Context: an optimization exercise on an open-source flow, tuned for small area, a short achievable clock period and few clock cycles. The choices shown serve that exercise and are no tape-out recipe. In this exercise RTL edits were held to simulation tests only and were not proved equivalent to the original.

Setup of red:
==> module fold_lanes, before the edit <==
module fold_lanes (
    input  wire         dir,       
    input  wire         enc,       
    input  wire         kind_d,    
    input  wire         kind_e,    
    input  wire         nkind_d,   
    input  wire         nkind_e,   
    input  wire [255:0] blk,       
    input  wire         enc_sp,    
    input  wire [3:0]   max_k,     
    input  wire [7:0]   lim_k,     
    input  wire         lim_ok,    
    input  wire         e_ff,      
    input  wire         e_hi,      
    input  wire [3:0]   e_hm1,     
    output wire [191:0] field,     
    output wire [255:0] dec_blk    
);
    wire [7:0] big_e = blk[7:0];
    wire [11:0] ef [0:15];
    genvar g;
    generate
        for (g = 0; g < 16; g = g + 1) begin : lane
            wire kd = (g < 8) ? kind_d : ~nkind_d;
            wire ke = (g < 8) ? kind_e : ~nkind_e;
            wire [11:0] f = kd ? {2'b00, blk[8+10*g +: 10]} : blk[8+12*g +: 12];
            fold_enc_lane u_lane (
                .dir     (dir),
                .enc     (enc),
                .kind_d  (kd),
                .kind_e  (ke),
                .max_k   (max_k),
                .lim_k   (lim_k),
                .lim_ok  (lim_ok),
                .special (enc_sp),
                .v       (blk[16*g+15 -: 16]),
                .ef      (ef[g]),
                .big_e   (big_e),
                .e_ff    (e_ff),
                .e_hi    (e_hi),
                .e_hm1   (e_hm1),
                .f       (f),
                .dv      (dec_blk[16*g+15 -: 16])
            );
        end
    endgenerate
    reg [191:0] packed_f;
    integer j;
    always @* begin
        packed_f = 192'd0;
        for (j = 0; j < 16; j = j + 1) begin
            if ((j < 8) ? kind_e : ~nkind_e) packed_f[10*j +: 10] = ef[j][9:0];
            else      packed_f[12*j +: 12] = ef[j];
        end
    end
    assign field = packed_f;
endmodule
==> module fold_codec, before the edit <==
module fold_codec (
    input  wire         clk,
    input  wire         rst,         
    input  wire         in_valid,
    output wire         in_ready,
    input  wire         in_dir,      
    input  wire         in_kind,     
    input  wire [255:0] in_data,
    output reg          out_valid,
    output reg  [255:0] out_data,
    output reg          out_special
);
    assign in_ready = 1'b1;
    reg         r_valid;
    reg         r_dir;
    reg         r_kind;
    reg [255:0] r_data;
    always @(posedge clk) begin
        if (rst) r_valid <= 1'b0;
        else     r_valid <= in_valid;
        r_dir  <= in_dir;
        r_kind <= in_kind;
        r_data <= in_data;
    end
    wire [7:0] enc_e;
    wire       enc_sp;
    wire [3:0] max_k;
    wire [7:0] lim_k;
    wire       lim_ok;
    wire       e_ff;
    wire       e_hi;
    wire [3:0] e_hm1;
    fold_prep u_prep (
        .dir    (r_dir),
        .kind   (r_kind),
        .blk    (r_data),
        .enc_e  (enc_e),
        .enc_sp (enc_sp),
        .max_k  (max_k),
        .lim_k  (lim_k),
        .lim_ok (lim_ok),
        .e_ff   (e_ff),
        .e_hi   (e_hi),
        .e_hm1  (e_hm1)
    );
    reg         s_valid;
    reg         s_dir;
    reg         s_enc;       
    reg         s_kind_d;    
    reg         s_kind_e;    
    reg         s_nkind_d;   
    reg         s_nkind_e;
    reg [255:0] s_data;
    reg [7:0]   s_enc_e;
    reg         s_enc_sp;
    reg [3:0]   s_max_k;
    reg [7:0]   s_lim_k;
    reg         s_lim_ok;
    reg         s_e_ff;
    reg         s_e_hi;
    reg [3:0]   s_e_hm1;
    always @(posedge clk) begin
        if (rst) s_valid <= 1'b0;
        else     s_valid <= r_valid;
        s_dir    <= r_dir;
        s_enc    <= ~r_dir;
        s_kind_d <= r_kind & r_dir;
        s_kind_e <= r_kind & ~r_dir;
        s_nkind_d <= ~(r_kind & r_dir);
        s_nkind_e <= ~(r_kind & ~r_dir);
        s_data   <= r_data;
        s_enc_e  <= enc_e;
        s_enc_sp <= enc_sp;
        s_max_k  <= max_k;
        s_lim_k  <= lim_k;
        s_lim_ok <= lim_ok;
        s_e_ff   <= e_ff;
        s_e_hi   <= e_hi;
        s_e_hm1  <= e_hm1;
    end
    wire [191:0] enc_field;
    wire [255:0] dec_blk;
    fold_lanes u_lanes (
        .dir     (s_dir),
        .enc     (s_enc),
        .kind_d  (s_kind_d),
        .kind_e  (s_kind_e),
        .nkind_d (s_nkind_d),
        .nkind_e (s_nkind_e),
        .blk     (s_data),
        .enc_sp  (s_enc_sp),
        .max_k   (s_max_k),
        .lim_k   (s_lim_k),
        .lim_ok  (s_lim_ok),
        .e_ff    (s_e_ff),
        .e_hi    (s_e_hi),
        .e_hm1   (s_e_hm1),
        .field   (enc_field),
        .dec_blk (dec_blk)
    );
    always @(posedge clk) begin
        if (rst) out_valid <= 1'b0;
        else     out_valid <= s_valid;
        out_data    <= dec_blk | {56'd0, enc_field, s_enc ? s_enc_e : 8'd0};
        out_special <= s_enc_sp;
    end
endmodule
clock: 45.0 ns
lec_check: 0
abc_area: 1
cap_margin: 20
core_margin: 2
core_utilization: 50
cts_cluster_diameter: 60
cts_cluster_size: 30
place_density: 0.7
slew_margin: 20
standard.sh (not shown) runs the stock make flow with config.mk's settings and CLKGATE_MAP_FILE= SYNTH_SCRIPT=/design/flow/synth_recipe.tcl, a recipe that flattens the netlist after the stock synthesis.
==> flow/flow/run.sh <==
#!/bin/bash
# The standard layout (the standard.sh) with two changes:
#  - ABC maps the logic with its area-oriented standard-cell mapper (amap,
#    with more area-flow and exact-area passes)
#    after extra AIG optimisation, in place of ORFS's abc_area.script. Only
#    the combinational mapping changes; the registers are the standard
#    synthesis's, with the same names and cells.
#  - The input and output port buffers are buf_1 cells instead of the delay
#    buffers buffer_ports picks by default. Every port keeps its buffer.
# make's full output goes to standard.log; ORFS keeps each step's log under
# orfs/logs/.
set -euo pipefail
rm -rf scripts_amap
cp -r "$FLOW_HOME/scripts" scripts_amap
cp flow/abc_area.script scripts_amap/abc_area.script
export SCRIPTS_DIR="$PWD/scripts_amap"
export BUFFER_PORTS_ARGS="-buffer_cell sky130_fd_sc_hd__buf_1"
bash standard.sh > standard.log 2>&1
==> flow/flow/abc_area.script <==
strash
&get -n
&st
&syn2
&dch
&put
dch
amap -F 3 -A 10
topo
stime -c
buffer -c
upsize -c
dnsize -c
Testbench counts of red, summed over its fixed seeds: cycles 6,008.
The following lists how blue was set up differently from red:
-- flow/design.v --
<<< red, line 151
    input  wire         kind_d,    
    input  wire         kind_e,    
    input  wire         nkind_d,   
    input  wire         nkind_e,   
    input  wire [255:0] blk,       
    input  wire         enc_sp,    
>>> blue, line 151
    input  wire         kind_d,    
    input  wire         kind_e,    
    input  wire [255:0] blk,       
    input  wire         enc_sp,    
<<< red, line 169
    generate
        for (g = 0; g < 16; g = g + 1) begin : lane
            wire kd = (g < 8) ? kind_d : ~nkind_d;
            wire ke = (g < 8) ? kind_e : ~nkind_e;
            wire [11:0] f = kd ? {2'b00, blk[8+10*g +: 10]} : blk[8+12*g +: 12];
            fold_enc_lane u_lane (
                .dir     (dir),
                .enc     (enc),
                .kind_d  (kd),
                .kind_e  (ke),
                .max_k   (max_k),
                .lim_k   (lim_k),
>>> blue, line 167
    generate
        for (g = 0; g < 16; g = g + 1) begin : lane
            wire [11:0] f = kind_d ? {2'b00, blk[8+10*g +: 10]} : blk[8+12*g +: 12];
            fold_enc_lane u_lane (
                .dir     (dir),
                .enc     (enc),
                .kind_d  (kind_d),
                .kind_e  (kind_e),
                .max_k   (max_k),
                .lim_k   (lim_k),
<<< red, line 197
        packed_f = 192'd0;
        for (j = 0; j < 16; j = j + 1) begin
            if ((j < 8) ? kind_e : ~nkind_e) packed_f[10*j +: 10] = ef[j][9:0];
            else      packed_f[12*j +: 12] = ef[j];
        end
>>> blue, line 193
        packed_f = 192'd0;
        for (j = 0; j < 16; j = j + 1) begin
            if (kind_e) packed_f[10*j +: 10] = ef[j][9:0];
            else      packed_f[12*j +: 12] = ef[j];
        end
<<< red, line 253
    reg         s_kind_d;    
    reg         s_kind_e;    
    reg         s_nkind_d;   
    reg         s_nkind_e;
    reg [255:0] s_data;
    reg [7:0]   s_enc_e;
>>> blue, line 249
    reg         s_kind_d;    
    reg         s_kind_e;    
    reg [255:0] s_data;
    reg [7:0]   s_enc_e;
<<< red, line 271
        s_kind_d <= r_kind & r_dir;
        s_kind_e <= r_kind & ~r_dir;
        s_nkind_d <= ~(r_kind & r_dir);
        s_nkind_e <= ~(r_kind & ~r_dir);
        s_data   <= r_data;
        s_enc_e  <= enc_e;
>>> blue, line 265
        s_kind_d <= r_kind & r_dir;
        s_kind_e <= r_kind & ~r_dir;
        s_data   <= r_data;
        s_enc_e  <= enc_e;
<<< red, line 290
        .kind_d  (s_kind_d),
        .kind_e  (s_kind_e),
        .nkind_d (s_nkind_d),
        .nkind_e (s_nkind_e),
        .blk     (s_data),
        .enc_sp  (s_enc_sp),
>>> blue, line 282
        .kind_d  (s_kind_d),
        .kind_e  (s_kind_e),
        .blk     (s_data),
        .enc_sp  (s_enc_sp),
Notes after the runs:
Comparing red against blue, there is no change at all in area of the placeable core. Measured against red, the number of antenna violations at the first check in global routing of blue comes out at 0.77 times the reference value. Die area essentially unchanged between blue and red. The setup slack of blue is larger than that of red. Register-to-register slack improves in blue relative to red. Sort red and blue by final non-filler cell area, ascending, and red comes first. From red to blue the numbers moved as follows: via count essentially unchanged, met3 track demand over resource shows a reduction of 0.87 points.
Testbench counts of blue, summed over its fixed seeds: cycles 6,008.

re-timing with driven ports:
No port has a modelled driver above. Below, the same layouts with a new extraction and two added sets of constraints. Step 1 assumes that a clkbuf_16 drives the clock port and a buf_2 every other input. Step 2, shift: input delay + t, output delay - t, t = (earliest + latest rising clock arrival at the registers) / 2. This alone moves slack from input paths to output paths. Three values: ideal, step 1, step 2; two values: the first two.
run	shift t [ns]	slack for setup (ns)	hold WS [ns]
red	0.794	34.555 / 34.555 / 34.555	0.333 / 0.333 / 0.333
blue	0.804	34.670 / 34.589 / 34.909	0.337 / 0.337 / 0.337
After both steps every run listed still meets setup and hold.
